Context: an optimization exercise on an open-source flow, tuned for small area, a short achievable clock period and few clock cycles per item. The choices shown serve that exercise and are no tape-out recipe. At most, simulation tests tie the RTL to the original design; equivalence was not proved. For run 4, only the layout was checked, not whether the RTL still works. No activity file was given, so power comes from the tool's default toggle rates.

==> design/flow/design.v <==
module thoken_dec (
    input  wire        clk,
    input  wire        rst,
    input  wire        start_valid,
    output wire        start_ready,
    input  wire [1:0]  start_bpp,      
    input  wire [15:0] start_bytes,    
    input  wire        in_valid,
    output reg         in_ready,
    input  wire [7:0]  in_data,
    output reg         px_valid,
    output reg  [3:0]  px_data,
    output reg         done,
    output reg         ok
);
    localparam S_IDLE  = 2'd0,
               S_DEC   = 2'd1,
               S_FIN   = 2'd2,
               S_DRAIN = 2'd3;
    localparam M_ROW = 2'd0,       
               M_LIT = 2'd1,       
               M_RUN = 2'd2;       
    reg [1:0]  state;
    reg [1:0]  mode;
    reg        b1, b2, b4;         
    reg [15:0] nleft;              
    reg        more;               
    reg [7:0]  ib;                 
    reg        ibv;
    reg [31:0] w;                  
    reg [6:0]  wcnt;               
    reg [8:0]  rem;                
    reg [7:0]  ydec;               
    reg        row0;               
    reg        rxr;                
    reg        bad;
    reg        errq;               
    reg        pv;
    reg [3:0]  pval;
    reg        pxr;
    reg [3:0]  pz;
    reg        mv;
    reg [3:0]  mval;
    reg        mxr;
    reg [8:0]  mlen;
    reg        m1;
    reg        nv;
    reg [3:0]  nval;
    reg        nxr;
    reg [8:0]  nlen;
    reg        n1;                 
    reg        cv;
    reg [3:0]  cval;
    reg        cxr;
    reg [8:0]  ccnt;               
    reg        clast;              
    reg [255:0] d0, d1, d2, d3;
    reg [7:0]  lag;                
    reg        started;
    reg        sync;               
    integer k;
    assign start_ready = (state == S_IDLE);
    wire take = in_valid && in_ready;
    wire [3:0] up    = {d3[255], d2[255], d1[255], d0[255]};
    wire       emit  = cv && sync;
    wire [3:0] px    = cxr ? (cval ^ up) : cval;
    wire       cfree = !cv || (emit && clast);
    wire       nfree = !mv || cfree;
    wire [31:0] st;                
    genvar gi;
    generate for (gi = 0; gi < 32; gi = gi + 1) begin : g_st
        assign st[gi] = w[31 - gi];
    end endgenerate
    wire is_row = (mode == M_ROW);
    wire is_lit = (mode == M_LIT);
    wire is_run = (mode == M_RUN);
    wire c_fill = is_row && !st[0];             
    wire c_rlit = is_row && st[0] && st[1];     
    wire c_rrun = is_row && st[0] && !st[1];    
    wire c_p1   = is_run && !pv;                
    wire c_p2   = is_run && pv;                 
    wire zapp   = c_rrun || c_p1;
    function [3:0] fld;
        input [6:0] s;             
        input       f1, f2;
        begin
            if (f1)      fld = {3'd0, s[0]};
            else if (f2) fld = {2'd0, s[0], s[1]};
            else         fld = {s[0], s[1], s[2], s[3]};
        end
    endfunction
    wire [3:0] v0 = fld(st[6:0], b1, b2);
    wire [3:0] v2 = fld(st[8:2], b1, b2);
    wire [3:0] v3 = fld(st[9:3], b1, b2);
    wire [3:0] dval = c_rrun ? v3 : c_rlit ? v2 : v0;
    wire [8:0] seg = is_row ? (b1 ? st[12:4] : b2 ? st[13:5] : st[15:7])
                            : (b1 ? st[9:1]  : b2 ? st[10:2] : st[12:4]);
    reg  [8:0] zh;                 
    reg  [3:0] z;
    always @(*) begin
        zh = 9'd0;
        z  = 4'd0;
        for (k = 8; k >= 0; k = k - 1)
            if (seg[k]) begin
                zh = 9'd1 << k;
                z  = k;
            end
    end
    wire znone = (seg == 9'd0);
    wire [8:0] zs = zapp ? zh : 9'd1;
    reg [3:0] pre;
    always @(*) begin
        if (c_fill)      pre = 4'd2;
        else if (c_rlit) pre = b1 ? 4'd3 : b2 ? 4'd4 : 4'd6;
        else if (c_rrun) pre = b1 ? 4'd5 : b2 ? 4'd6 : 4'd8;
        else if (is_lit) pre = b1 ? 4'd1 : b2 ? 4'd2 : 4'd4;
        else if (c_p1)   pre = b1 ? 4'd2 : b2 ? 4'd3 : 4'd5;
        else             pre = pz;
    end
    wire bits_ok = (!more && !ibv) ||
                   (is_row ? (wcnt >= 7'd16) :
                    is_lit ? (wcnt >= 7'd4)  :
                    pv     ? (wcnt >= 7'd8)  : (wcnt >= 7'd13));
    wire [7:0] lbits = w[31:24] >> (4'd8 - pz);
    wire [8:0] plen  = (9'd1 << pz) | {1'b0, lbits};
    wire complete = c_fill || c_rlit || is_lit || (zapp && seg[0]) || c_p2;
    wire to_p     = zapp && !seg[0] && !znone;
    wire dec      = (state == S_DEC) && bits_ok && (nfree || !complete);
    wire err_z   = zapp && znone;
    wire err_len = c_p2 && (plen > rem);
    wire row_end = c_fill || (c_p2 ? (plen == rem) : (rem == 9'd1));
    wire last_row_end = complete && row_end && (ydec == 8'd255);
    wire       merge = (state == S_DEC) && ibv && !wcnt[6] && (wcnt[5:0] <= 6'd24);
    wire [6:0] wadd  = wcnt + (merge ? 7'd8 : 7'd0);
    wire [6:0] wbase = wadd - {3'd0, pre};
    wire [6:0] wleft = wbase - (zapp ? {3'd0, z} : 7'd0);
    wire       ovq   = wcnt[6] && (state == S_DEC || state == S_FIN);
    wire       err   = err_z || err_len;
    wire [31:0] wm  = w | (merge ? ({ib, 24'd0} >> wcnt[4:0]) : 32'd0);
    reg  [31:0] wa;
    always @(*) begin
        wa = 32'd0;
        for (k = 1; k < 9; k = k + 1)
            if (pre == k) wa = wa | (wm << k);
    end
    reg  [31:0] wz;
    always @(*) begin
        wz = 32'd0;
        for (k = 0; k < 9; k = k + 1)
            if (zs[k]) wz = wz | (wa << k);
    end
    wire drain_done = !more && (bad || (!cv && !nv)) && !errq && !ovq;
    reg [1:0] state_n;
    always @(*) begin
        state_n = state;
        case (state)
            S_IDLE:  if (start_valid) state_n = S_DEC;
            S_DEC:   if (dec && last_row_end) state_n = S_FIN;
            S_FIN:   state_n = S_DRAIN;
            S_DRAIN: if (drain_done) state_n = S_IDLE;
        endcase
        if (errq || ovq) state_n = S_DRAIN;
    end
    wire more_n = (state == S_IDLE) ? 1'b1 : take ? (nleft != 16'd1) : more;
    wire room_n = (state == S_IDLE) ? 1'b1 :
                  dec ? (!wbase[6] && wbase[5:0] <= 6'd24) : (!wadd[6] && wadd[5:0] <= 6'd24);
    wire ibv_n = (state == S_DEC) && (take || (ibv && !merge));
    wire in_ready_n = more_n && (((state_n == S_DEC) && (!ibv_n || room_n)) || (state_n == S_DRAIN));
    wire [7:0] lag_n = (started && !emit) ? lag + 8'd1 : lag;
    always @(posedge clk) begin
        d0 <= {d0[254:0], emit ? px[0] : d0[255]};
        d1 <= {d1[254:0], emit ? px[1] : d1[255]};
        d2 <= {d2[254:0], emit ? px[2] : d2[255]};
        d3 <= {d3[254:0], emit ? px[3] : d3[255]};
    end
    always @(posedge clk) begin
        if (rst) begin
            state    <= S_IDLE;
            in_ready <= 1'b0;
            px_valid <= 1'b0;
            px_data  <= 4'd0;
            done     <= 1'b0;
            ok       <= 1'b0;
            more     <= 1'b0;
            ibv      <= 1'b0;
            pv       <= 1'b0;
            errq     <= 1'b0;
            nv       <= 1'b0;
            mv       <= 1'b0;
            cv       <= 1'b0;
        end else begin
            state    <= state_n;
            in_ready <= in_ready_n;
            px_valid <= emit;
            px_data  <= px;
            done     <= 1'b0;
            lag     <= lag_n;
            sync    <= (started || emit) ? (lag_n == 8'd0) : (mv || state != S_DEC);
            if (emit) started <= 1'b1;
            if (take) begin
                nleft <= nleft - 16'd1;
                more  <= (nleft != 16'd1);
            end
            ibv <= ibv_n;
            w    <= (state == S_IDLE) ? 32'd0 : dec ? wz : wm;
            wcnt <= (state == S_IDLE) ? 7'd0  : dec ? wleft : wadd;
            if (take)
                ib <= {in_data[0], in_data[1], in_data[2], in_data[3],
                       in_data[4], in_data[5], in_data[6], in_data[7]};
            if (cfree) begin
                cv    <= nv;
                cval  <= nval;
                cxr   <= nxr;
                ccnt  <= nlen;
                clast <= n1;
                nv    <= mv;
                nval  <= mval;
                nxr   <= mxr;
                nlen  <= mlen;
                n1    <= m1;
                mv    <= 1'b0;
            end else if (emit) begin
                ccnt  <= ccnt - 9'd1;
                clast <= (ccnt == 9'd2);
            end
            errq <= dec && err;
            case (state)
                S_IDLE: if (start_valid) begin
                    b1      <= (start_bpp == 2'd0);
                    b2      <= (start_bpp == 2'd1);
                    b4      <= (start_bpp == 2'd2);
                    nleft   <= start_bytes;
                    more    <= 1'b1;
                    mode    <= M_ROW;
                    rem     <= 9'd256;
                    ydec    <= 8'd0;
                    row0    <= 1'b1;
                    bad     <= 1'b0;
                    lag     <= 8'd0;
                    sync    <= 1'b0;
                    started <= 1'b0;
                end
                S_DEC: begin
                    if (dec) begin
                        if (complete) begin
                            if (nv && !cfree) begin
                                mv   <= 1'b1;
                                mval <= tval;
                                mxr  <= txr;
                                mlen <= tlen;
                                m1   <= t1;
                            end else if (mv) begin
                                mv   <= 1'b1;
                                mval <= tval;
                                mxr  <= txr;
                                mlen <= tlen;
                                m1   <= t1;
                                nv   <= 1'b1;
                                nval <= mval;
                                nxr  <= mxr;
                                nlen <= mlen;
                                n1   <= m1;
                            end else begin
                                nv   <= 1'b1;
                                nval <= tval;
                                nxr  <= txr;
                                nlen <= tlen;
                                n1   <= t1;
                            end
                        end
                        if (to_p) begin
                            pv   <= 1'b1;
                            pval <= dval;
                            pxr  <= c_rrun ? (st[2] && !row0) : rxr;
                            pz   <= z;
                        end
                        if (c_p2) pv <= 1'b0;
                        if (c_rrun) rxr <= st[2] && !row0;
                        if (complete && row_end) begin
                            mode <= M_ROW;
                            rem  <= 9'd256;
                            ydec <= ydec + 8'd1;
                            row0 <= 1'b0;
                        end else begin
                            if (c_rlit) mode <= M_LIT;
                            if (c_rrun) mode <= M_RUN;
                            if (complete) rem <= rem - (c_p2 ? plen : 9'd1);
                        end
                    end
                end
                S_FIN: begin
                    if (more || ibv || wcnt >= 7'd8 || w != 32'd0) bad <= 1'b1;
                end
                S_DRAIN: if (drain_done) begin
                    done  <= 1'b1;
                    ok    <= !bad;
                    cv    <= 1'b0;
                    nv    <= 1'b0;
                    mv    <= 1'b0;
                end
            endcase
            if (errq || ovq) begin
                bad <= 1'b1;
                pv  <= 1'b0;
                mv  <= 1'b0;
                nv  <= 1'b0;
                cv  <= 1'b0;
            end
        end
    end
    wire [3:0] tval = c_fill ? 4'd0 : c_p2 ? pval : dval;
    wire       txr  = c_fill ? (st[1] && !row0) :
                      c_p2   ? pxr :
                      c_rrun ? (st[2] && !row0) :
                      c_p1   ? rxr : 1'b0;
    wire [8:0] tlen = c_fill ? 9'd256 : c_p2 ? plen : 9'd1;
    wire       t1   = !c_fill && !c_p2;
endmodule
==> design/flow/run.sh <==
#!/bin/bash
# synth_recipe.tcl (not shown) runs the flow's synth.tcl, then flattens the netlist and writes it again
# the make line also repeats each setting of config.mk as NAME=value (left out here)
make -C /OpenROAD-flow-scripts/flow DESIGN_CONFIG=/design/flow/config.mk WORK_HOME=/design/flow/orfs CLKGATE_MAP_FILE= SYNTH_SCRIPT=/design/flow/synth_recipe.tcl finish
==> design/flow/config.mk <==
export PLATFORM = sky130hd
export DESIGN_NAME = thoken_dec
export DESIGN_NICKNAME = thoken_dec
export VERILOG_FILES = /design/flow/design.v
export SDC_FILE = /design/flow/constraint.sdc
export NUM_CORES = 4
export LEC_CHECK = 0
export CAP_MARGIN = 20
export CORE_MARGIN = 2
export CORE_UTILIZATION = 65
export CTS_CLUSTER_DIAMETER = 60
export CTS_CLUSTER_SIZE = 30
export SETUP_SLACK_MARGIN = 3.3
export SLEW_MARGIN = 20
==> design/flow/constraint.sdc <==
create_clock -name core_clock -period 7.0 [get_ports {clk}]
set_input_delay 1.4000 -clock core_clock [delete_from_list [all_inputs] [get_ports {clk}]]
set_output_delay 1.4000 -clock core_clock [all_outputs]
set_load 0.01 [all_outputs]
==> flow_summary.ini, run 1 <==
[outcome]
status = no timing/DRC/antenna violations

[sta]
setup_viol = 0
fin_tns_setup_ps = 0
rsz0062_at_grt = yes
hold_viol_final = 0
worstMarginPinSlew_ps = 997
fin_skew_ps = 39.8
period_needed_ps = 4090
timing.final.crit_share = 0.584
drv_slew = 0
max_freq_mhz = 245
slew_headroom = 0.334

[setup_path]
reg2reg_from = b2
crit_type = register to register
cp_cell_sequence = buf_4 -> mux2_2 -> mux2i_4 -> and3_1 -> a31oi_4 -> nor4_4 -> nand2b_1 -> buf_8 -> ha_1 -> o21ai_1 -> nand2b_1 -> inv_2 -> nand3b_1 -> a21o_1 -> a21oi_2 -> xor2_1 -> nor2_1
crit_path_frequent_cell = nand2b_1
critPathArrivalTime_ps = 4490
slowest_stage = nor4_4
slowest_delay_ps = 410
endpoint_kind = register
startpoint = b2
start_kind = register
crit_path_max_fanout = 23
crit_required_ps = 7400

[logic_synthesis]
avgSynthCellArea_um2 = 13.1
synth-edff-count = 151
yosysWarnings = 1
synth.ff_latch_count = 1192
synth_area_leaders = dfxtp_1, edfxtp_1, o22ai_1, nor2_1, ha_1
synth.distinct_cells = 100
synth_seq_area_share = 0.736
synth_top_cell_by_area = dfxtp_1
synth_nets = 2712
synth_area_um2 = 34500
synthArstFlopShare = 0
synth_top_cell_area_share = 0.605
synth_ff_type = dfxtp_1
syn_inst = 2636

[clock_tree]
cts.hold.buffers_added = 0
cts_root_buffer = clkbuf_16
cts_max_path_buffers = 3
cts_tree = done
clk_pin_slew_ps = 100
htreeDepth = 2
numCtsBuffers = 53
clkSinkCount = 1192
insertion_delay_ps = 670

[final_layout]
drive_above_1_share = 0.198
fin_nets = 2952
stdcell_count = 3589
syn_to_final_growth_pct = 17.4

[detailed_routing]
drc = 0
drt_iter0_drc = 2816
postRouteAntennaNets = 0
drt_wl_total_um = 93500
vias = 22495
wl_per_cell_um = 26.1
post_drt_via_cell_ratio = 6.27
first_pass_iters = 10

[placement]
portBuffers = 38
hpwl_um = 49100
routabilityCongestion = 0.948
dp_cells = 3285

[global_route]
grt_remaining_overflow = 0
antenna_found_initial = 2
grt_usage = 0.322
grt_pass1_vias = 22042
grt_start_max_net_pins = 52
grt_pass1_wl_um = 134000

[floorplan]
pin_count = 39
die_area_um2 = 54900
die_h_um = 234
die_x_um = 234
start_util = 0.657
rows = 84
fp.coreArea_um2 = 52400

[min_path]
worstHoldStart = d2[240]
hp-class = register to register

[pwr]
leakage_uw = 0.0154
ir_drop_uv = 325
p_per_area_nw_per_um2 = 357

[run]
drv_cap = 0
-- layout make-up --
type	count	area (um^2)
Antenna cell	1	2.50
Clock buffer	61	1360
Clock inverter	18	415
Fill cell	2842	12000
Inverter	55	211
Multi-Input combinational cell	1286	9740
Sequential cell	1192	25400
Tap cell	688	861
Timing Repair Buffer	288	2490
-- Yosys cell counts, drive strengths merged, types with 8 or more instances --
| master | count |
|---|---|
| a2111oi | 10 |
| a211oi | 21 |
| a21o | 19 |
| a21oi | 88 |
| a221oi | 22 |
| a22oi | 14 |
| a31oi | 18 |
| and2 | 15 |
| and3 | 10 |
| buf | 29 |
| clkbuf | 75 |
| dfxtp | 1041 |
| edfxtp | 151 |
| ha | 43 |
| inv | 53 |
| mux2 | 18 |
| mux2i | 42 |
| nand2 | 140 |
| nand2b | 16 |
| nand3 | 29 |
| nand4 | 10 |
| nor2 | 185 |
| nor2b | 21 |
| nor3 | 59 |
| nor3b | 12 |
| nor4 | 33 |
| o211ai | 9 |
| o21a | 13 |
| o21ai | 96 |
| o221a | 9 |
| o221ai | 17 |
| o22a | 8 |
| o22ai | 143 |
| or3 | 9 |
| xnor2 | 30 |
| xor2 | 26 |
-- path summary, 6_finish.rpt --
check,to,slack (ps),cells after the start
worst max-delay path,wcnt[6],2910,17
worst min-delay path,d2[241],320,0
worst max register to register,wcnt[6],2910,17
worst min register to register,d2[241],320,0
-- power breakdown --
part | total (uW) | leakage [uW] | internal (uW) | switching [uW]
clock | 3830 | 0.000836 | 1540 | 2290
sequential | 7340 | 0.00983 | 7150 | 194
combinational | 3290 | 0.00474 | 1330 | 1960
total | 14500 | 0.0154 | 10000 | 4440
-- critical path: cells and delay by family (launching register included) --
| kind | cells | cell delay (ps) |
|---|---|---|
| AND/OR/NAND/NOR | 6 | 1210 |
| XOR/XNOR | 1 | 180 |
| multiplexers | 2 | 650 |
| flip-flops | 1 | 400 |
| AO/OA/AOI/OAI | 4 | 500 |
| buffers and inverters | 3 | 540 |
| adder cells (fa/ha/maj) | 1 | 330 |
-- through the flow --
step	hold WS [ps]	util	power (uW)	setup slack [ps]	instance area, um^2
detailed placement	312	0.677	9640	1960	35500
floorplan	310	-	8940	3310	34500
CTS	320	0.750	13900	3220	39300
finish	323	0.771	14500	2910	40500
global route	306	0.771	14800	2840	40500
global placement	310	0.677	9610	1990	35500
-- metal layers --
layer,share of wire,vias up,wire [um],track usage
met5,0,-,0,0
met4,0.057,0,5310,0.123
met3,0.099,460,9290,0.0627
met2,0.46,1566,42800,0.516
met1,0.39,10681,36100,0.435
li1,-,9788,-,-
-- what timing repair did --
action                                  CTS  global route
endpoints found under the setup margin  100            81
gates cloned                              0             1
hold endpoints to repair                  0             0
resized for setup                       157           141
pin swaps                                59            63
buffers inserted                        165            58
-- cells in the final DEF, fill, tap and decap left out, types with 12 or more instances in the layout --
cell             instances
nor4_1                  20
and2_1                  12
a21oi_1                 53
o22ai_1                141
inv_1                   47
dfxtp_1               1041
a21oi_4                 12
o21ai_0                 72
mux2i_1                 32
nor3_4                  13
a21oi_2                 24
o221ai_1                14
a21o_1                  17
nor2_1                 167
buf_6                   21
o21a_1                  13
edfxtp_1               151
a211oi_1                12
xor2_1                  25
xnor2_1                 29
a221oi_1                18
ha_1                    34
nor2b_1                 17
a31oi_1                 12
nor3_1                  41
clkbuf_16               53
buf_4                  216
nand2b_1                14
nand2_1                130
clkdlybuf4s50_1         38
nand3_1                 26
-- flip-flops by register name, indices dropped and copies added (netlist names), 4 cells and up --
register	flops
ccnt	9
cval	4
d0	256
d1	256
d2	256
d3	256
ib	8
lag	8
mlen	9
mval	4
nleft	16
nlen	9
nval	4
pval	4
px_data	4
pz	4
rem	9
w	32
wcnt	7
ydec	8
-- logic make-up after synthesis --
kind of cell,Yosys count,synth area share
AOI/OAI and AO/OA,555,0.113
xor gates and xnor gates,56,0.0142
DFF,1192,0.736
and+or+nand+nor,566,0.0815
buffers and inverters,159,0.0183
muxes,62,0.0198
adders and majority gates,46,0.0174
Testbench counts, summed over its fixed seeds: cycles 1,179,856, items 1,179,648.
==> run 2: changes to the inputs <==
--- a/design/flow/config.mk
+++ b/design/flow/config.mk
@@ -9,3 +9,3 @@
 export CORE_MARGIN = 2
-export CORE_UTILIZATION = 65
+export CORE_UTILIZATION = 55
 export CTS_CLUSTER_DIAMETER = 60
==> run 2 against run 1 <==
Still clean on timing, DRC and antenna. Register-to-register slack improved by 230 ps. Cell count rose by 1.6%. Critical path depth did not move. Core utilization fell by 13 points. Global-route usage fell by 11 points. First-iteration DRC count fell by 28%. Worst hold slack improved by 4.2 ps. Wire length fell by 24%. Non-clock buffer count fell by 99. Via count fell by 9.4%. Maximum frequency rose by 5.8%.
==> flow_summary.ini, run 2 <==
[outcome]
status = no timing/DRC/antenna violations

[setup_path]
crit_path_frequent_cell = nand2b_1
cpLargestDelayFamily = simple AND/OR/NAND/NOR gates
crit_type = register to register
worst-path-buf-inv = 2
cp_cell_sequence = mux2_2 -> mux2i_1 -> nand3_1 -> nand2_2 -> o21ai_2 -> nor4_4 -> nand2b_1 -> buf_8 -> ha_4 -> o21ai_1 -> nand2b_1 -> inv_1 -> nand3b_1 -> a21o_1 -> a21oi_2 -> xor2_1 -> nor2_1
reg2regPathDepth = 17
critical_path_depth = 17
worst_r2r_endpoint = wcnt[6]
crit_path_max_fanout = 23
critPathArrivalTime_ps = 4220
start_kind = register
crit_required_ps = 7350
slowest_stage = edfxtp_1
endpoint = wcnt[6]
endpoint_kind = register
reg2reg_from = w[24]
startpoint = w[24]
slowest_delay_ps = 620
r2r_slack_ps = 3140

[clock_tree]
clk_pin_slew_ps = 100
numCtsBuffers = 56
cts_max_path_buffers = 3
insertion_delay_ps = 670
clkSinkCount = 1192
htreeDepth = 2
cts_tree = done
cts_root_buffer = clkbuf_16

[pwr]
leakage_uw = 0.0149
ir_drop_uv = 283
p_per_area_nw_per_um2 = 351

[logic_synthesis]
synth_area_um2 = 34500
synthArstFlopShare = 0
synth_seq_area_share = 0.736
synth.distinct_cells = 100
synth_top_cell_area_share = 0.605
synth_common_cells = dfxtp_1, nor2_1, edfxtp_1
synth_area_leaders = dfxtp_1, edfxtp_1, o22ai_1, nor2_1, ha_1
yosysWarnings = 1
synth_nets = 2712
synth.ff_latch_count = 1192
synth_ff_type = dfxtp_1
synth.most_common_cell = dfxtp_1
synth-edff-count = 151
avgSynthCellArea_um2 = 13.1
synth_top_cell_by_area = dfxtp_1
syn_inst = 2636

[floorplan]
start_util = 0.557
die_x_um = 254
fp.coreArea_um2 = 61800
rows = 91
pin_count = 39
die_area_um2 = 64700
die_h_um = 254

[run]
drv_cap = 0

[final_layout]
syn_to_final_growth_pct = 14.9
mostFrequentLayoutCell = dfxtp_1
fin_nets = 2857
mostFrequentLayoutCells = dfxtp_1, nor2_1, edfxtp_1, o22ai_1, buf_4
regArea_um2 = 25400
multi_input_area_um2 = 9500
drive_above_1_share = 0.161
fill_cells = 4688
stdcell_area_um2 = 39600

[sta]
slew_headroom = 0.286
max_freq_mhz = 259
timing.final.crit_share = 0.552
rsz0062_at_grt = yes
fin_tns_setup_ps = 0
setup_viol = 0
hold_viol_final = 0
drv_slew = 0
worstMarginPinSlew_ps = 1070
fin_skew_ps = 65.0
period_needed_ps = 3860

[detailed_routing]
postRouteAntennaNets = 0
vias = 20386
first_pass_iters = 7
drt_wl_total_um = 70900
wl_per_cell_um = 19.4
drc = 0
post_drt_via_cell_ratio = 5.59
drt_iter0_drc = 2025

[global_route]
grt_pass1_vias = 19853
antenna_found_initial = 1
grt_pass1_wl_um = 111000
grt_usage = 0.216
grt_remaining_overflow = 0
grt_start_max_net_pins = 58

[min_path]
hp-class = register to register

[placement]
placed_area_um2 = 35700
routabilityCongestion = 0.987
portBuffers = 38
hpwl_um = 43400
run 2: through the flow:
stage	total power [uW]	hold WS, ps	utilization	setup WS (ps)	std cells
3_5_place_dp	9610	312	0.577	1960	3427
6_report	13900	327	0.641	3140	3645
3_3_place_gp	9580	310	0.577	2060	3427
5_1_grt	14500	327	0.641	3010	3644
4_1_cts	13700	323	0.628	3240	3599
2_1_floorplan	8940	310	-	3310	2636
run 2: power by group:
group	total, uW	switching, uW	internal (uW)	leakage (uW)
logic	2820	1700	1120	0.00416
clock network	3770	2120	1650	0.000893
registers	7330	183	7150	0.00983
run 2: cell families after synthesis:
kind of cell,after synthesis,synth area share
AO/OA/AOI/OAI,555,0.113
XOR/XNOR,56,0.0142
adder cells (fa/ha/maj),46,0.0174
buffers and inverters,159,0.0183
flip-flops,1192,0.736
multiplexers,62,0.0198
AND/OR/NAND/NOR,566,0.0815
run 2: repair_timing:
item	4_1_cts	5_1_grt
hold buffers	0	0
gates resized for setup	124	102
setup buffers	88	43
pin swaps	42	47
gates cloned	0	2
setup endpoints to repair	99	60
run 2: per-layer routing:
layer	GRT usage	part of all wire
met5	0	0
met4	0.0840	0.036
met3	0.0382	0.074
met2	0.313	0.42
met1	0.322	0.47
run 2: worst reg2reg max path, stage by stage, from the launching register on:
cell and delay, ps:
edfxtp_1 620, mux2_2 350, mux2i_1 330, nand3_1 150, nand2_2 230, o21ai_2 160, nor4_4 270, nand2b_1 120
buf_8 190, ha_4 280, o21ai_1 70, nand2b_1 90, inv_1 80, nand3b_1 70, a21o_1 170, a21oi_2 150
xor2_1 160, nor2_1 50
run 2: final cells by class:
class | count | area share
sequential | 1192 | 0.640
multi-input combinational | 1287 | 0.240
timing repair buffer | 189 | 0.0409
clock buffer | 66 | 0.0379
tap | 837 | 0.0264
clock inverter | 18 | 0.00922
inverter | 55 | 0.00534
antenna | 1 | 0.0000632
run 2: how the worst min path moves through the flow:
stage	startpoint	endpoint	cells past startpoint
final	d3[78]	d3[79]	0
after global routing	d0[160]	d0[161]	0
after CTS	d2[169]	d2[170]	0
after detailed placement	d0[132]	d0[133]	0
after global placement	d3[207]	d3[208]	0
after floorplan	d0[99]	d0[100]	0
==> run 3: changes to the inputs <==
--- a/design/flow/config.mk
+++ b/design/flow/config.mk
@@ -10,4 +10,2 @@
 export CORE_UTILIZATION = 55
-export CTS_CLUSTER_DIAMETER = 60
-export CTS_CLUSTER_SIZE = 30
 export SETUP_SLACK_MARGIN = 3.3
==> run 3 against run 2 <==
Still clean on timing, DRC and antenna. Die area did not move. Worst hold slack worse by 27 ps. Non-clock buffer count up 29. Maximum frequency up 1.8%. Synthesized area did not move. Global-route usage is 1.1 points higher. Largest power group unchanged.
==> flow_summary.ini, run 3 <==
[outcome]
status = no timing/DRC/antenna violations

[logic_synthesis]
synth_ff_type = dfxtp_1
synth_area_um2 = 34500
synth_area_leaders = dfxtp_1, edfxtp_1, o22ai_1, nor2_1, ha_1
synth-compound-area-share = 0.113
yosysWarnings = 1
synth.most_common_cell = dfxtp_1
synthArstFlopShare = 0
synth_seq_area_share = 0.736
synth.distinct_cells = 100
synth_top_family_by_area = compound AO/OA/AOI/OAI gates
synth-edff-count = 151
syn_inst = 2636
synth_xor_area_frac = 0.0142
synth_top_cell_area_share = 0.605
synth_common_cells = dfxtp_1, nor2_1, edfxtp_1
avgSynthCellArea_um2 = 13.1
synth.ff_latch_count = 1192
synth_top_cell_by_area = dfxtp_1
synthMuxAreaShare = 0.0198
synth_adder_area_share = 0.0174
synthSimpleGateAreaFrac = 0.0815
synth_nets = 2712

[pwr]
leakage_uw = 0.0160
seqPwrFrac = 0.454
p_per_area_nw_per_um2 = 386
p_comb_frac = 0.182
switchingPower_uw = 4400
ir_drop_uv = 311
p_clk_frac = 0.365
netSwitchingFraction = 0.272
intPower_uw = 11800

[global_route]
grt_pass1_vias = 20729
grt-busiest-layer = met2
grt_remaining_overflow = 0
antenna_found_initial = 0
grt_start_max_net_pins = 58
met2_usage = 0.332
grt_usage = 0.227
grt_pass1_wl_um = 116000
gr-usage-met3 = 0.0507
met1_usage = 0.328

[detailed_routing]
drc = 0
wl_per_cell_um = 19.7
drt_iter0_drc = 2056
vias = 21152
drt_wl_total_um = 74400
post_drt_via_cell_ratio = 5.58
postRouteAntennaNets = 0
first_pass_iters = 6

[setup_path]
slowest_delay_ps = 560
endpoint_kind = register
crit_required_ps = 7400
crit_path_max_fanout = 8
critPathArrivalTime_ps = 4190
crit_type = register to register
crit_path_frequent_cell = buf_4
r2r_slack_ps = 3200
slowest_stage = a221oi_4
cp_cell_sequence = buf_4 -> buf_4 -> mux4_2 -> nand2_2 -> o21ai_2 -> a221oi_4 -> buf_4 -> o221ai_2 -> a2111oi_4 -> buf_4 -> o22ai_4 -> nor4_2 -> a21oi_1
start_kind = register

[sta]
hold_viol_final = 0
slew_headroom = 0.302
max_freq_mhz = 264
worstMarginPinSlew_ps = 1050
fin_skew_ps = 42.1
setup_viol = 0
timing.final.crit_share = 0.542
period_needed_ps = 3800
rsz0062_at_grt = yes
drv_slew = 0
fin_tns_setup_ps = 0

[clock_tree]
insertion_delay_ps = 680
clkSinkCount = 1192
cts_tree = done
clk_pin_slew_ps = 80
cts_root_buffer = clkbuf_16
htreeDepth = 3
numCtsBuffers = 104
cts_max_path_buffers = 3

[floorplan]
fp.coreArea_um2 = 61800
die_x_um = 254
die_h_um = 254
die_area_um2 = 64700
start_util = 0.557
pin_count = 39
rows = 91

[final_layout]
fin_nets = 2937
syn_to_final_growth_pct = 21.5
mostFrequentLayoutCells = dfxtp_1, nor2_1, buf_4, edfxtp_1, o22ai_1
drive_above_1_share = 0.206
post-route-util = 0.677
mostFrequentLayoutCell = dfxtp_1
stdcell_count = 3788
stdcell_area_um2 = 41900
num_antenna_cells = 0

[placement]
routabilityCongestion = 0.987
dp_cells = 3427
hpwl_um = 43400
placed_area_um2 = 35700
portBuffers = 38

[run]
drv_cap = 0

[min_path]
hp-class = register to register
[run 3: area by class of cell]
class,count,area [um^2]
Clock inverter,45,603
Fill cell,4421,19900
Multi-Input combinational cell,1290,9720
Inverter,55,213
Clock buffer,151,3090
Tap cell,837,1050
Timing Repair Buffer,218,1830
Sequential cell,1192,25400
[run 3: power groups by stage]
stage / sequential [uW] / combinational (uW) / clock, uW
after floorplan: 7390 / 1550 / 0
final: 7340 / 2940 / 5900
after global routing: 7350 / 3110 / 6310
after detailed placement: 7510 / 2100 / 0
after global placement: 7500 / 2080 / 0
after CTS: 7330 / 2540 / 6060
[run 3: stage by stage]
stage               worst slack (ps)  total power [uW]  hold slack, ps
detailed placement              1960              9610             312
floorplan                       3310              8940             310
global route                    3040             16800             296
global placement                2060              9580             310
finish                          3200             16200             300
CTS                             3300             15900             291
[run 3: routing by layer]
layer | up-vias | part of all wire
met3 | 233 | 0.076
met4 | 0 | 0.038
met1 | 10133 | 0.46
met2 | 948 | 0.43
met5 | - | 0
li1 | 9838 | -
[run 3: cells by family (layout without fill, tap and decap cells)]
family          Yosys count  count (layout)
flops                  1192            1192
simple gates            566             570
xor+xnor                 56              56
buf+inv                 159             469
compound gates          555             556
mux                      62              62
fa+ha+maj                46              46
[run 3: path summary, 6_finish.rpt]
check	end	cells after the start	from
max	w[20]	13	wcnt[0]
min	d3[212]	0	d3[211]
max reg2reg	w[20]	13	wcnt[0]
min reg2reg	d3[212]	0	d3[211]
[run 3: repair_timing]
action                     4_1_cts  5_1_grt
pin swaps                       47       57
setup endpoints to repair       99       47
setup buffers                  105       55
resized for setup              145      122
cloned                           1        4
hold buffers                     0        0
[run 3: worst max-delay path: cells and delay by family, from the launching register on]
family | cells | cell delay [ps]
AND/OR/NAND/NOR | 2 | 460
multiplexers | 1 | 540
buffers and inverters | 4 | 750
flip-flops | 1 | 470
AO/OA/AOI/OAI | 6 | 1310
==> run 4: changes to the inputs <==
--- a/design/flow/design.v
+++ b/design/flow/design.v
@@ -135,3 +135,8 @@
     wire [6:0] wbase = wadd - {3'd0, pre};
-    wire [6:0] wleft = wbase - (zapp ? {3'd0, z} : 7'd0);
+    reg  [6:0] wleft;
+    always @(*) begin
+        wleft = 7'd0;
+        for (k = 0; k < 9; k = k + 1)
+            if (zs[k]) wleft = wleft | (wbase - k);
+    end
     wire       ovq   = wcnt[6] && (state == S_DEC || state == S_FIN);
@@ -139,7 +144,9 @@
     wire [31:0] wm  = w | (merge ? ({ib, 24'd0} >> wcnt[4:0]) : 32'd0);
-    reg  [31:0] wa;
+    reg  [16:0] sh;
+    integer j;
     always @(*) begin
-        wa = 32'd0;
-        for (k = 1; k < 9; k = k + 1)
-            if (pre == k) wa = wa | (wm << k);
+        sh = 17'd0;
+        for (j = 1; j < 9; j = j + 1)
+            for (k = 0; k < 9; k = k + 1)
+                if (pre == j && zs[k]) sh[j + k] = 1'b1;
     end
@@ -148,4 +155,4 @@
         wz = 32'd0;
-        for (k = 0; k < 9; k = k + 1)
-            if (zs[k]) wz = wz | (wa << k);
+        for (k = 1; k < 17; k = k + 1)
+            if (sh[k]) wz = wz | (wm << k);
     end
--- a/design/flow/config.mk
+++ b/design/flow/config.mk
@@ -10,2 +10,4 @@
 export CORE_UTILIZATION = 55
+export CTS_CLUSTER_DIAMETER = 60
+export CTS_CLUSTER_SIZE = 30
 export SETUP_SLACK_MARGIN = 3.3
==> run 4 against run 3 <==
Critical endpoint is now w[24]. Largest cell class unchanged. Largest power group unchanged. Worst hold slack improved by 14 ps. Still clean on timing, DRC and antenna. Highest routed layer unchanged. Clock-buffer cell count fell by 84. Core utilization fell by 1.6 points.
==> flow_summary.ini, run 4 <==
[setup_path]
slowest_delay_ps = 750
endpoint_kind = register
worst-path-buf-inv = 4
crit_path_frequent_cell = buf_4
critPathArrivalTime_ps = 4210
crit_path_max_fanout = 13
start_kind = register
crit_required_ps = 7310
cpLargestDelayFamily = compound AO/OA/AOI/OAI gates
cp_cell_sequence = mux2i_1 -> o211ai_4 -> a21oi_4 -> buf_4 -> buf_4 -> nand2_2 -> o22ai_2 -> a22oi_2 -> buf_4 -> buf_4 -> nor2_1 -> a2111oi_1 -> a221oi_1
slowest_stage = edfxtp_1
crit_type = register to register

[sta]
timing.final.crit_share = 0.556
slew_headroom = 0.150
hold_viol_final = 0
drv_slew = 0
period_needed_ps = 3900
rsz0062_at_grt = yes
worst_slack_ps = 3100
worstMarginPinSlew_ps = 1280
setup_viol = 0
max_freq_mhz = 257
fin_tns_setup_ps = 0
fin_skew_ps = 49.3

[pwr]
switchingPower_uw = 4910
ir_drop_uv = 287
leakage_uw = 0.0161
p_clk_frac = 0.252
p_comb_frac = 0.268
seqPwrFrac = 0.480
intPower_uw = 10500
p_per_area_nw_per_um2 = 360
netSwitchingFraction = 0.319

[placement]
routabilityCongestion = 0.990
hpwl_um = 58700
placed_area_um2 = 37600
dp_cells = 3647
portBuffers = 38
dp_slack_ps = 2000

[floorplan]
fp.coreArea_um2 = 64700
die_h_um = 260
start_util = 0.559
die_x_um = 260
die_area_um2 = 67800
pin_count = 39
rows = 93

[logic_synthesis]
synth_common_cells = dfxtp_1, nor2_1, edfxtp_1
synth.distinct_cells = 122
yosysWarnings = 1
synth_area_um2 = 36100
syn_inst = 2840
synthArstFlopShare = 0
synth.most_common_cell = dfxtp_1
synth_top_cell_area_share = 0.577
synth_nets = 2924
synth.ff_latch_count = 1192
synth-edff-count = 151
synth_ff_type = dfxtp_1
synth_top_cell_by_area = dfxtp_1
synth_seq_area_share = 0.702
synth_area_leaders = dfxtp_1, edfxtp_1, nor2_1, ha_1, o21ai_0
avgSynthCellArea_um2 = 12.7

[run]
drv_cap = 0

[detailed_routing]
vias = 23724
drt_wl_total_um = 96100
drc = 0
drt_iter0_drc = 3053
postRouteAntennaNets = 0
wl_per_cell_um = 24.3
post_drt_via_cell_ratio = 6.00
first_pass_iters = 8

[clock_tree]
cts_root_buffer = clkbuf_16
cts_max_path_buffers = 3
clk_pin_slew_ps = 100
insertion_delay_ps = 660
clkSinkCount = 1192
cts.hold.buffers_added = 0
numCtsBuffers = 58
htreeDepth = 2
cts_tree = done

[final_layout]
syn_to_final_growth_pct = 18.4
stdcell_area_um2 = 42800
mostFrequentLayoutCells = dfxtp_1, buf_4, nor2_1, edfxtp_1, nand2_1
fill_cells = 4640
fin_nets = 3149
mostFrequentLayoutCell = dfxtp_1
drive_above_1_share = 0.214
stdcell_count = 3951

[global_route]
grt_start_max_net_pins = 56
grt_remaining_overflow = 0
grt_pass1_wl_um = 141000
grt_usage = 0.274
grt_pass1_vias = 22853
antenna_found_initial = 0

[outcome]
status = no timing/DRC/antenna violations

[min_path]
hp-class = register to register
## run 4: changes by cell type after synthesis, moves of 10 or more
| cell | change |
|---|---|
| a21o_1 | +18 |
| a21oi_1 | +19 |
| a221oi_1 | +25 |
| a22oi_1 | +10 |
| buf_2 | +17 |
| buf_4 | +14 |
| nand2_1 | -11 |
| nand2b_1 | +15 |
| nand3_1 | +18 |
| o21ai_0 | +15 |
| o221ai_1 | +12 |
| o22ai_1 | -63 |
| o31ai_1 | +14 |
## run 4: final cells by class
| type | count | area (um^2) | share of cell area |
|---|---|---|---|
| Multi-Input combinational cell | 1445 | 11400 | 0.267 |
| Tap cell | 855 | 1070 | 0.0250 |
| Sequential cell | 1192 | 25400 | 0.593 |
| Clock inverter | 23 | 379 | 0.00886 |
| Timing Repair inverter | 1 | 8.76 | 0.000205 |
| Clock buffer | 67 | 1540 | 0.0359 |
| Inverter | 63 | 273 | 0.00638 |
| Timing Repair Buffer | 304 | 2730 | 0.0638 |
| Antenna cell | 1 | 2.50 | 0.0000585 |
## run 4: kinds of logic after synthesis
family                   share of synthesized area
AND/OR/NAND/NOR                             0.0874
buffers and inverters                       0.0258
XOR/XNOR                                    0.0138
flip-flops                                   0.702
adder cells (fa/ha/maj)                     0.0191
AO/OA/AOI/OAI                                0.133
multiplexers                                0.0185
## run 4: repair_timing
| action | 4_1_cts | 5_1_grt |
|---|---|---|
| gates cloned | 2 | 6 |
| resized for setup | 145 | 176 |
| pin swaps | 44 | 77 |
| setup endpoints to repair | 73 | 48 |
| setup buffers | 104 | 101 |
## run 4: final timing paths
kind	startpoint	end	slack (ps)	cells past startpoint
setup / recovery	w[27]	w[24]	3100	13
setup reg to reg	w[27]	w[24]	3100	13
hold / removal	d0[6]	d0[7]	310	0
hold reg to reg	d0[6]	d0[7]	310	0
## run 4: power groups by stage
stage | logic, uW | clock network (uW) | registers (uW)
5_1_grt | 4300 | 4190 | 7410
3_3_place_gp | 2910 | 0 | 7560
6_report | 4120 | 3890 | 7390
3_5_place_dp | 2900 | 0 | 7570
2_1_floorplan | 2070 | 0 | 7430
4_1_cts | 3480 | 3960 | 7390
## run 4: routing by layer
metal	wire length, um	global-route usage	vias up
met2	41200	0.412	1315
met5	0	0	-
li1	-	-	10622
met3	9280	0.0643	336
met4	4220	0.107	0
met1	41400	0.386	11451
## run 4: per-stage QoR
step           hold slack (ps)  utilization  power (uW)
6_report                   314        0.661       15400
2_1_floorplan              310            -        9500
3_3_place_gp               310        0.580       10500
5_1_grt                    311        0.661       15900
3_5_place_dp               312        0.580       10500
4_1_cts                    317        0.634       14800
==> run 5: changes to the inputs <==
--- a/design/flow/design.v
+++ b/design/flow/design.v
@@ -109,11 +109,12 @@
     wire znone = (seg == 9'd0);
-    wire [8:0] zs = zapp ? zh : 9'd1;
-    reg [3:0] pre;
+    reg [4:0] pre;
     always @(*) begin
-        if (c_fill)      pre = 4'd2;
-        else if (c_rlit) pre = b1 ? 4'd3 : b2 ? 4'd4 : 4'd6;
-        else if (c_rrun) pre = b1 ? 4'd5 : b2 ? 4'd6 : 4'd8;
-        else if (is_lit) pre = b1 ? 4'd1 : b2 ? 4'd2 : 4'd4;
-        else if (c_p1)   pre = b1 ? 4'd2 : b2 ? 4'd3 : 4'd5;
-        else             pre = pz;
+        if (c_fill)      pre = 5'd2;
+        else if (c_rlit) pre = b1 ? 5'd3 : b2 ? 5'd4 : 5'd6;
+        else if (c_rrun) pre = seg[0] ? (b1 ? 5'd5 : b2 ? 5'd6 : 5'd8)
+                                      : (b1 ? 5'd4 : b2 ? 5'd5 : 5'd7);
+        else if (is_lit) pre = b1 ? 5'd1 : b2 ? 5'd2 : 5'd4;
+        else if (c_p1)   pre = seg[0] ? (b1 ? 5'd2 : b2 ? 5'd3 : 5'd5)
+                                      : (b1 ? 5'd1 : b2 ? 5'd2 : 5'd4);
+        else             pre = {pz, 1'b1};
     end
@@ -122,5 +123,5 @@
                     is_lit ? (wcnt >= 7'd4)  :
-                    pv     ? (wcnt >= 7'd8)  : (wcnt >= 7'd13));
-    wire [7:0] lbits = w[31:24] >> (4'd8 - pz);
-    wire [8:0] plen  = (9'd1 << pz) | {1'b0, lbits};
+                    pv     ? (wcnt >= 7'd17) : (wcnt >= 7'd13));
+    wire [16:0] lfield = w[31:15] >> (5'd16 - {pz, 1'b0});
+    wire [8:0]  plen   = lfield[8:0];
     wire complete = c_fill || c_rlit || is_lit || (zapp && seg[0]) || c_p2;
@@ -134,9 +135,3 @@
     wire [6:0] wadd  = wcnt + (merge ? 7'd8 : 7'd0);
-    wire [6:0] wbase = wadd - {3'd0, pre};
-    reg  [6:0] wleft;
-    always @(*) begin
-        wleft = 7'd0;
-        for (k = 0; k < 9; k = k + 1)
-            if (zs[k]) wleft = wleft | (wbase - k);
-    end
+    wire [6:0] wleft = wadd - {2'd0, pre};
     wire       ovq   = wcnt[6] && (state == S_DEC || state == S_FIN);
@@ -144,10 +139,2 @@
     wire [31:0] wm  = w | (merge ? ({ib, 24'd0} >> wcnt[4:0]) : 32'd0);
-    reg  [16:0] sh;
-    integer j;
-    always @(*) begin
-        sh = 17'd0;
-        for (j = 1; j < 9; j = j + 1)
-            for (k = 0; k < 9; k = k + 1)
-                if (pre == j && zs[k]) sh[j + k] = 1'b1;
-    end
     reg  [31:0] wz;
@@ -155,4 +142,4 @@
         wz = 32'd0;
-        for (k = 1; k < 17; k = k + 1)
-            if (sh[k]) wz = wz | (wm << k);
+        for (k = 1; k < 18; k = k + 1)
+            if (pre == k) wz = wz | (wm << k);
     end
@@ -171,4 +158,3 @@
     wire more_n = (state == S_IDLE) ? 1'b1 : take ? (nleft != 16'd1) : more;
-    wire room_n = (state == S_IDLE) ? 1'b1 :
-                  dec ? (!wbase[6] && wbase[5:0] <= 6'd24) : (!wadd[6] && wadd[5:0] <= 6'd24);
+    wire room_n = (state == S_IDLE) || (!wadd[6] && wadd[5:0] <= 6'd24);
     wire ibv_n = (state == S_DEC) && (take || (ibv && !merge));
==> run 5 against run 4 <==
Highest routed layer is now met5. Critical path depth is 5 lower. Largest power group unchanged. Die area shrank 7.5%. Combinational power decreased by 52%. Global-route usage is 5.7 points lower. Total power shrank 15%. Maximum frequency increased by 7.8%. Critical endpoint is now w[5]. Clock skew decreased by 15 ps.
==> flow_summary.ini, run 5 <==
[placement]
hpwl_um = 40400
portBuffers = 38
dp_slack_ps = 1920
routabilityCongestion = 0.927

[setup_path]
endpoint_kind = register
reg2reg_from = w[31]
start_kind = register
critPathArrivalTime_ps = 4020
reg2regPathDepth = 8
worst_r2r_endpoint = w[5]
r2r_slack_ps = 3390
crit_type = register to register
crit_path_max_fanout = 21
crit_required_ps = 7410

[detailed_routing]
drt_iter0_drc = 1810
drc = 0
vias = 18721
wl_per_cell_um = 20.4
drt_wl_total_um = 68400
post_drt_via_cell_ratio = 5.59
postRouteAntennaNets = 0
first_pass_iters = 6

[pwr]
p_per_area_nw_per_um2 = 352
switchingPower_uw = 3620
leakage_uw = 0.0140
netSwitchingFraction = 0.276
intPower_uw = 9490
ir_drop_uv = 240
seqPwrFrac = 0.560
p_clk_frac = 0.291
p_comb_frac = 0.150

[clock_tree]
clk_pin_slew_ps = 110
htreeDepth = 2
cts_tree = done
insertion_delay_ps = 650
cts_max_path_buffers = 3
numCtsBuffers = 56
cts.hold.buffers_added = 0
clkSinkCount = 1192
cts_root_buffer = clkbuf_16

[min_path]
hp-class = register to register
hold_end = d0[182]
worst_hold_path.num_cells = 0
worstHoldStart = d0[181]

[logic_synthesis]
synth_nets = 2543
synth.ff_latch_count = 1192
synth_common_cells = dfxtp_1, nor2_1, edfxtp_1
avgSynthCellArea_um2 = 13.5
synth_ff_type = dfxtp_1
synth_top_cell_area_share = 0.624
synth.distinct_cells = 88
synth_area_leaders = dfxtp_1, edfxtp_1, o22ai_1, nor2_1, a21oi_1
synth-edff-count = 151
synthArstFlopShare = 0
synth_area_um2 = 33400
yosysWarnings = 1
synth.most_common_cell = dfxtp_1
synth_seq_area_share = 0.760
syn_inst = 2476
synth_top_cell_by_area = dfxtp_1

[global_route]
met2_usage = 0.313
grt_usage = 0.217
gr-usage-met3 = 0.0543
grt_pass1_wl_um = 107000
grt_pass1_vias = 18370
antenna_found_initial = 8
grt-busiest-layer = met1
grt_start_max_net_pins = 53
met1_usage = 0.317
grt_remaining_overflow = 0

[final_layout]
mostFrequentLayoutCell = dfxtp_1
fill_cells = 4552
multi_input_area_um2 = 7730
syn_to_final_growth_pct = 11.7
mostFrequentLayoutCells = dfxtp_1, edfxtp_1, nor2_1, o22ai_1, nand2_1
fin_nets = 2610
regArea_um2 = 25400
drive_above_1_share = 0.114

[floorplan]
pin_count = 39
die_area_um2 = 62700
fp.coreArea_um2 = 60200
rows = 90
start_util = 0.554
die_h_um = 250
die_x_um = 250

[sta]
worstMarginPinSlew_ps = 1110
drv_slew = 0
fin_skew_ps = 34.0
max_freq_mhz = 277
slew_headroom = 0.256
worst_slack_ps = 3390
hold_viol_final = 0
fin_tns_setup_ps = 0
rsz0062_at_grt = yes
whs_ps = 325
timing.final.crit_share = 0.516
period_needed_ps = 3610
setup_viol = 0

[outcome]
status = no timing/DRC/antenna violations

[run]
drv_cap = 0
-- run 5: cell count changes in the layout (fill, tap and decap cells not counted), moves of 16 or more --
cell      before  now
a21o_1        34   11
a221oi_2      21    5
buf_4        213   83
buf_6         30    5
nor2_1       165  148
nor4_1        23   40
o21ai_0       89   67
o22ai_1       72  107
-- run 5: worst max-delay path: stages, from the launching register on --
cell and delay, ps:
edfxtp_1 380, buf_4 240, or2_2 320, mux4_2 510
nand3_1 360, nand3_1 200, nor2_1 750, a21oi_1 140
a221oi_1 460
-- run 5: power by group through the flow --
stage | clock network [uW] | logic (uW) | registers, uW
floorplan | 0 | 1250 | 7380
global placement | 0 | 1670 | 7520
detailed placement | 0 | 1680 | 7520
CTS | 3930 | 1820 | 7340
global route | 4160 | 2090 | 7360
finish | 3810 | 1960 | 7340
-- run 5: what timing repair did --
| item | in CTS | in global routing |
|---|---|---|
| buffers inserted | 36 | 15 |
| gates cloned | 3 | 1 |
| pin swaps | 9 | 21 |
| endpoints found under the setup margin | 115 | 85 |
| resized for setup | 35 | 40 |
-- run 5: cell type report --
type                            instances  share of cell area
Timing Repair Buffer                  128              0.0293
Clock inverter                         20              0.0119
Sequential cell                      1192               0.680
Multi-Input combinational cell       1103               0.207
Antenna cell                            2            0.000134
Tap cell                              782              0.0262
Clock buffer                           62              0.0387
Inverter                               62             0.00644
-- run 5: through the flow --
step,std cells,utilization,instance area (um^2),power [uW]
5_1_grt,3349,0.619,37300,13600
6_report,3351,0.619,37300,13100
3_5_place_dp,3212,0.574,34600,9210
4_1_cts,3333,0.614,37000,13100
3_3_place_gp,3212,0.574,34600,9190
2_1_floorplan,2476,-,33400,8630
-- run 5: cell families after synthesis --
logic type | Yosys count | share of synthesized area
adders and majority gates | 37 | 0.0143
muxes | 78 | 0.0295
AOI/OAI and AO/OA | 455 | 0.0902
and+or+nand+nor | 476 | 0.0696
xor gates and xnor gates | 53 | 0.0139
buffers and inverters | 185 | 0.0228
DFF | 1192 | 0.760
-- run 5: how the worst max path moves through the flow --
stage / startpoint / end / depth (start not counted)
6_report: w[31] / w[5] / 8
5_1_grt: pz[0] / rem[8] / 17
4_1_cts: mode[0] / wcnt[6] / 14
3_5_place_dp: pz[0] / ydec[2] / 13
3_3_place_gp: pz[0] / ydec[0] / 13
2_1_floorplan: mode[1] / m1 / 7
-- run 5: per-layer routing --
layer  wire, um  part of all wire
met3       6000             0.088
met1      31400              0.46
met2      28300              0.41
met5         72            0.0011
met4       2650             0.039
Testbench counts of run 5, summed over its fixed seeds: cycles 1,179,857, items 1,179,648.
==> run 6: changes to the inputs <==
--- a/design/flow/design.v
+++ b/design/flow/design.v
@@ -169,17 +169,3 @@
     always @(posedge clk) begin
-        if (rst) begin
-            state    <= S_IDLE;
-            in_ready <= 1'b0;
-            px_valid <= 1'b0;
-            px_data  <= 4'd0;
-            done     <= 1'b0;
-            ok       <= 1'b0;
-            more     <= 1'b0;
-            ibv      <= 1'b0;
-            pv       <= 1'b0;
-            errq     <= 1'b0;
-            nv       <= 1'b0;
-            mv       <= 1'b0;
-            cv       <= 1'b0;
-        end else begin
+        begin
             state    <= state_n;
@@ -302,2 +288,15 @@
         end
+        if (rst) begin
+            state    <= S_IDLE;
+            in_ready <= 1'b0;
+            px_valid <= 1'b0;
+            done     <= 1'b0;
+            more     <= 1'b0;
+            ibv      <= 1'b0;
+            pv       <= 1'b0;
+            errq     <= 1'b0;
+            nv       <= 1'b0;
+            mv       <= 1'b0;
+            cv       <= 1'b0;
+        end
     end
==> run 6 against run 5 <==
Synthesized cell count rose by 0.57%. Largest power group unchanged. Total power up 24%. Cell area shrank 2.0%. Die area is 1.1% lower. Setup slack better by 4.1 ps. Wire length decreased by 1.1%. Clock skew grew 13 ps. First-iteration DRC count is 4.9% lower. Highest routed layer is now met4. Register-to-register slack about the same. Flip-flop and latch count is the same. Critical path type unchanged. Still clean on timing, DRC and antenna. Clock-buffer cell count rose by 1.
==> flow_summary.ini, run 6 <==
[detailed_routing]
drt_wl_total_um = 67600
vias = 18730
postRouteAntennaNets = 0
post_drt_via_cell_ratio = 5.62
drt_iter0_drc = 1722
drc = 0
first_pass_iters = 6
wl_per_cell_um = 20.3

[final_layout]
fill_cells = 4538
num_antenna_cells = 0
syn_to_final_growth_pct = 10.8
mostFrequentLayoutCells = dfxtp_1, nand2_1, nor2_1, a21oi_1, inv_1
stdcell_area_um2 = 36600
mostFrequentLayoutCell = dfxtp_1
fin_nets = 2598
drive_above_1_share = 0.102

[setup_path]
worst_r2r_endpoint = rem[8]
crit_required_ps = 7430
slowest_stage = mux4_2
slowest_delay_ps = 540
critPathArrivalTime_ps = 4040
reg2regPathDepth = 15
crit_type = register to register
r2r_slack_ps = 3390
endpoint_kind = register
start_kind = register
cp_cell_sequence = buf_4 -> mux4_2 -> nand2_1 -> a21oi_1 -> a31oi_2 -> nand2_1 -> ha_1 -> fa_1 -> nor2b_1 -> o21ai_0 -> a21boi_1 -> o21ai_0 -> a21o_1 -> a21oi_1 -> o21bai_1
reg2reg_from = pz[0]
crit_path_max_fanout = 17

[sta]
drv_slew = 0
hold_viol_final = 0
worstMarginPinSlew_ps = 1140
period_needed_ps = 3610
fin_skew_ps = 47.3
setup_viol = 0
fin_tns_setup_ps = 0
rsz0062_at_grt = yes
slew_headroom = 0.242
timing.final.crit_share = 0.515
max_freq_mhz = 277

[floorplan]
die_h_um = 249
die_x_um = 249
fp.coreArea_um2 = 59200
pin_count = 39
start_util = 0.558
die_area_um2 = 62000
rows = 89

[logic_synthesis]
synth_nets = 2557
syn_inst = 2490
synth_area_um2 = 33000
synth-edff-count = 71
synth.ff_latch_count = 1192
synth.distinct_cells = 96
synth-compound-area-share = 0.106
avgSynthCellArea_um2 = 13.3
synth_common_cells = dfxtp_1, nand2_1, nor2_1
synthArstFlopShare = 0
synthMuxAreaShare = 0.0263
synth.most_common_cell = dfxtp_1
synthSimpleGateAreaFrac = 0.0737
synth_xor_area_frac = 0.0125
yosysWarnings = 1
synth_top_cell_by_area = dfxtp_1
synth_ff_type = dfxtp_1
synth_seq_area_share = 0.744
synth_top_family_by_area = compound AO/OA/AOI/OAI gates
synth_area_leaders = dfxtp_1, edfxtp_1, nand2_1, a21oi_1, ha_1
synth_top_cell_area_share = 0.679
synth_adder_area_share = 0.0145

[global_route]
grt_pass1_vias = 18381
grt_remaining_overflow = 0
grt_usage = 0.215
antenna_found_initial = 0
grt_start_max_net_pins = 61
grt_pass1_wl_um = 106000

[outcome]
status = no timing/DRC/antenna violations

[placement]
hpwl_um = 41600
placed_area_um2 = 34100
routabilityCongestion = 0.938
portBuffers = 38

[clock_tree]
cts_max_path_buffers = 3
cts.hold.buffers_added = 0
clkSinkCount = 1192
cts_root_buffer = clkbuf_16
htreeDepth = 2
clk_pin_slew_ps = 110
cts_tree = done
numCtsBuffers = 57
insertion_delay_ps = 670

[pwr]
netSwitchingFraction = 0.349
p_comb_frac = 0.272
seqPwrFrac = 0.484
switchingPower_uw = 5670
intPower_uw = 10600
leakage_uw = 0.0140
p_clk_frac = 0.244
ir_drop_uv = 347
p_per_area_nw_per_um2 = 444

[min_path]
hold_end = d0[240]
hp-class = register to register
worstHoldStart = d0[239]
worst_hold_path.num_cells = 0

[run]
drv_cap = 0
run 6: changes by cell type in the layout (fill, tap and decap cells not counted), sizes merged, moves of 18 or more:
| cell | previous run | this run |
|---|---|---|
| dfxtp | 1041 | 1121 |
| edfxtp | 151 | 71 |
| o22ai | 107 | 39 |
| nor2 | 152 | 106 |
| buf | 90 | 57 |
| nand2 | 103 | 130 |
| o31a | 1 | 26 |
| nor4 | 43 | 25 |
run 6: critical path: cells and delay by family, from the launching register on:
kind,cells,cell delay [ps]
AOI/OAI and AO/OA,8,1170
adders and majority gates,2,680
buffers and inverters,1,270
DFF,1,370
muxes,1,540
and+or+nand+nor,3,370
run 6: metrics by stage:
stage / utilization / std cells / setup WS (ps) / power (uW) / hold slack, ps
2_1_floorplan: - / 2490 / 3420 / 10600 / 310
3_3_place_gp: 0.576 / 3212 / 2410 / 12000 / 310
3_5_place_dp: 0.576 / 3212 / 2300 / 12000 / 312
5_1_grt: 0.617 / 3333 / 3140 / 16900 / 302
6_report: 0.617 / 3333 / 3390 / 16300 / 311
4_1_cts: 0.613 / 3312 / 3210 / 16000 / 297
run 6: area by class of cell:
cell class | instances | area (um^2) | share of cell area
inverter | 78 | 297 | 0.00811
timing repair buffer | 95 | 828 | 0.0226
tap | 773 | 967 | 0.0264
clock inverter | 25 | 528 | 0.0144
clock buffer | 63 | 1490 | 0.0407
sequential | 1192 | 24600 | 0.672
multi-input combinational | 1107 | 7890 | 0.216
run 6: worst max path at each step:
stage | start | cells past startpoint | slack, ps | endpoint
detailed placement | pz[0] | 16 | 2300 | rem[8]
finish | pz[0] | 15 | 3390 | rem[8]
CTS | pz[0] | 15 | 3210 | rem[8]
global placement | pz[0] | 16 | 2410 | rem[8]
global route | pz[0] | 15 | 3140 | rem[8]
floorplan | pz[0] | 18 | 3420 | rem[8]
run 6: power by group through the flow:
stage               combinational, uW  clock, uW  sequential, uW
finish                           4430       3970            7860
global route                     4720       4300            7910
CTS                              4130       4060            7850
detailed placement               4000          0            8030
global placement                 4000          0            8030
floorplan                        2950          0            7680
run 6: kinds of logic (layout without fill, tap and decap cells):
kind of cell    count (synthesis)  in the layout
simple gates                  475            476
buf+inv                       192            261
mux                            67             67
compound gates                480            480
fa+ha+maj                      37             37
xor+xnor                       47             47
flops                        1192           1192
run 6: layer usage:
layer | vias to the layer above | share of wire | global-route usage
li1 | 8815 | - | -
met1 | 8993 | 0.47 | 0.312
met2 | 727 | 0.42 | 0.316
met3 | 195 | 0.069 | 0.0428
met4 | 0 | 0.040 | 0.0888
met5 | - | 0 | 0
run 6: repair_timing:
| item | CTS | global route |
|---|---|---|
| gates cloned | 0 | 1 |
| resized for setup | 15 | 28 |
| pin swaps | 1 | 6 |
| buffers inserted | 12 | 20 |
| endpoints found under the setup margin | 85 | 79 |
Testbench counts of run 6, summed over its fixed seeds: cycles 1,179,857, items 1,179,648.
==> run 7: changes to the inputs <==
--- a/design/flow/config.mk
+++ b/design/flow/config.mk
@@ -12,3 +12,3 @@
 export CTS_CLUSTER_SIZE = 30
-export SETUP_SLACK_MARGIN = 3.3
+export SETUP_SLACK_MARGIN = 3.6
 export SLEW_MARGIN = 20
==> run 7 against run 6 <==
Clock power down 3%. Critical path depth shrank 4. Total power grew 1.3%. Core utilization increased by 0.86 points. Flip-flop and latch count is the same. Die area did not move. Setup slack better by 200 ps. Wire length fell by 2.3%. Clock skew fell by 6.4 ps. Sequential power hardly changed. Highest routed layer unchanged.
==> flow_summary.ini, run 7 <==
[min_path]
worst_hold_path.num_cells = 0
worstHoldStart = d0[200]
hold_end = d0[201]
hp-class = register to register

[clock_tree]
clkSinkCount = 1192
cts_root_buffer = clkbuf_16
cts_tree = done
cts.hold.buffers_added = 0
cts_max_path_buffers = 3
htreeDepth = 2
insertion_delay_ps = 660
numCtsBuffers = 56
clk_pin_slew_ps = 100

[final_layout]
num_antenna_cells = 0
regArea_um2 = 24600
fin_nets = 2630
fill_cells = 4478
syn_to_final_growth_pct = 12.3
mostFrequentLayoutCells = dfxtp_1, nand2_1, nor2_1, a21oi_1, buf_4
drive_above_1_share = 0.125
multi_input_area_um2 = 8150
mostFrequentLayoutCell = dfxtp_1

[setup_path]
crit_path_max_fanout = 11
critPathArrivalTime_ps = 4000
reg2reg_from = mode[0]
crit_required_ps = 7590
r2r_slack_ps = 3590
start_kind = register
crit_type = register to register
reg2regPathDepth = 11
worst_r2r_endpoint = w[28]
endpoint_kind = register

[logic_synthesis]
synth_area_um2 = 33000
synth_seq_area_share = 0.744
synth_nets = 2557
synth.ff_latch_count = 1192
synth_top_cell_by_area = dfxtp_1
avgSynthCellArea_um2 = 13.3
synth_ff_type = dfxtp_1
synth_common_cells = dfxtp_1, nand2_1, nor2_1
synth-edff-count = 71
syn_inst = 2490
synthArstFlopShare = 0
synth_top_cell_area_share = 0.679
synth.distinct_cells = 96
synth.most_common_cell = dfxtp_1
synth_area_leaders = dfxtp_1, edfxtp_1, nand2_1, a21oi_1, ha_1
yosysWarnings = 1

[detailed_routing]
first_pass_iters = 9
post_drt_via_cell_ratio = 5.64
postRouteAntennaNets = 0
drt_iter0_drc = 2144
drt_wl_total_um = 66000
wl_per_cell_um = 19.6
vias = 18951
drc = 0

[sta]
worstMarginPinSlew_ps = 1220
fin_tns_setup_ps = 0
timing.final.crit_share = 0.487
fin_skew_ps = 40.9
rsz0062_at_grt = yes
worst_slack_ps = 3590
max_freq_mhz = 293
slew_headroom = 0.187
setup_viol = 0
period_needed_ps = 3410
drv_slew = 0
hold_viol_final = 0

[floorplan]
rows = 89
die_area_um2 = 62000
die_h_um = 249
start_util = 0.558
die_x_um = 249
pin_count = 39
fp.coreArea_um2 = 59200

[global_route]
grt_remaining_overflow = 0
grt_usage = 0.209
grt_pass1_vias = 18480
antenna_found_initial = 0
grt_start_max_net_pins = 64
grt_pass1_wl_um = 104000

[pwr]
p_per_area_nw_per_um2 = 444
leakage_uw = 0.0142
ir_drop_uv = 286
p_total_uw = 16500

[run]
drv_cap = 0

[placement]
portBuffers = 38
routabilityCongestion = 0.960
dp_slack_ps = 2370
hpwl_um = 39900

[outcome]
status = no timing/DRC/antenna violations
run 7: cell types whose count changed in the layout (fill, tap and decap cells not counted), moves of 3 or more:
| cell | before | now |
|---|---|---|
| ha_1 | 34 | 31 |
| a221oi_4 | 0 | 5 |
| dfxtp_1 | 1114 | 1111 |
| nor3_1 | 28 | 25 |
| buf_4 | 54 | 81 |
| o21ai_0 | 63 | 60 |
| nand2_4 | 0 | 3 |
| dfxtp_2 | 6 | 10 |
| a221oi_2 | 7 | 4 |
run 7: power breakdown:
part	total, uW	switching [uW]	internal [uW]
Clock	3870	2210	1660
Combinational	4760	3020	1740
Sequential	7830	496	7340
run 7: worst max path at each step:
stage               slack (ps)    start        to
floorplan                 3600    pz[0]    rem[8]
global placement          2530    pz[0]    rem[8]
detailed placement        2370    pz[0]   ydec[4]
CTS                       3570    pz[2]    rem[8]
global route              3500    pz[0]  in_ready
finish                    3590  mode[0]     w[28]
run 7: cell families after synthesis:
family | share of synthesized area
AO/OA/AOI/OAI | 0.106
XOR/XNOR | 0.0125
adder cells (fa/ha/maj) | 0.0145
buffers and inverters | 0.0234
flip-flops | 0.744
multiplexers | 0.0263
AND/OR/NAND/NOR | 0.0737
run 7: timing repair:
item / 4_1_cts / 5_1_grt
cloned: 2 / 1
setup endpoints to repair: 99 / 71
pin swaps: 12 / 15
setup buffers: 37 / 27
resized for setup: 58 / 47
run 7: layout make-up:
class	instances	area share
flip-flops and latches	1192	0.663
multi-input cells	1107	0.220
clock buffers	62	0.0392
repair buffers	128	0.0310
well taps	773	0.0261
clock inverters	22	0.0129
inverters	78	0.00820
run 7: per-layer routing:
metal	vias to the layer above	track usage	part of all wire
li1	8872	-	-
met1	9054	0.301	0.46
met2	813	0.304	0.42
met3	212	0.0459	0.080
met4	0	0.0880	0.039
met5	-	0	0
run 7: metrics by stage:
step	cells	util	hold WS, ps	area, um^2
global route	3362	0.626	308	37100
finish	3362	0.626	298	37100
detailed placement	3211	0.576	312	34100
CTS	3334	0.619	314	36600
floorplan	2490	-	310	33100
global placement	3211	0.576	310	34100
run 7: critical path, stage by stage (launching register included):
cell	delay, ps
edfxtp_1	500
buf_4	220
nor4b_4	340
buf_4	210
o311a_1	210
a211oi_4	60
buf_12	160
buf_4	140
nor2_1	920
a222oi_1	280
nand4_1	190
o31a_1	130

[re-timing with driven ports]
No port has a modelled driver above. Below, the same layouts with a new extraction and two added sets of constraints. Step 1, drivers: a clkbuf_16 drives clk and a buf_2 each remaining input, both assumed. Step 2 also shifts input and output timing later by t, the mid clock arrival at the registers, as if the neighbouring blocks saw the same clock. a / b / c = ideal ports / drivers / drivers and shift; a / b = the first two.
run	shift t [ns]	setup WS [ns]	latest minus earliest clock arrival (ns)	worst register clock-pin slew, ns	cell pins on the clock port's net
run 1	0.716	2.912 / 2.912 / 2.912	0.042 / 0.043	0.12 / 0.12	1
run 2	0.694	3.138 / 3.138 / 3.138	0.068 / 0.068	0.11 / 0.11	1
run 3	0.714	3.205 / 3.205 / 3.205	0.046 / 0.045	0.08 / 0.08	1
run 4	0.706	3.105 / 3.105 / 3.068	0.062 / 0.063	0.11 / 0.11	1
run 5	0.696	3.388 / 3.388 / 3.133	0.034 / 0.034	0.11 / 0.11	1
run 6	0.705	3.392 / 3.392 / 3.315	0.048 / 0.048	0.11 / 0.11	1
run 7	0.701	3.590 / 3.590 / 3.414	0.043 / 0.043	0.11 / 0.11	1
After both steps setup and hold are still met in every run listed. For run 5, which loses most, drivers alone change the setup slack by 0.000 ns; drivers and shift together by -0.255 ns.
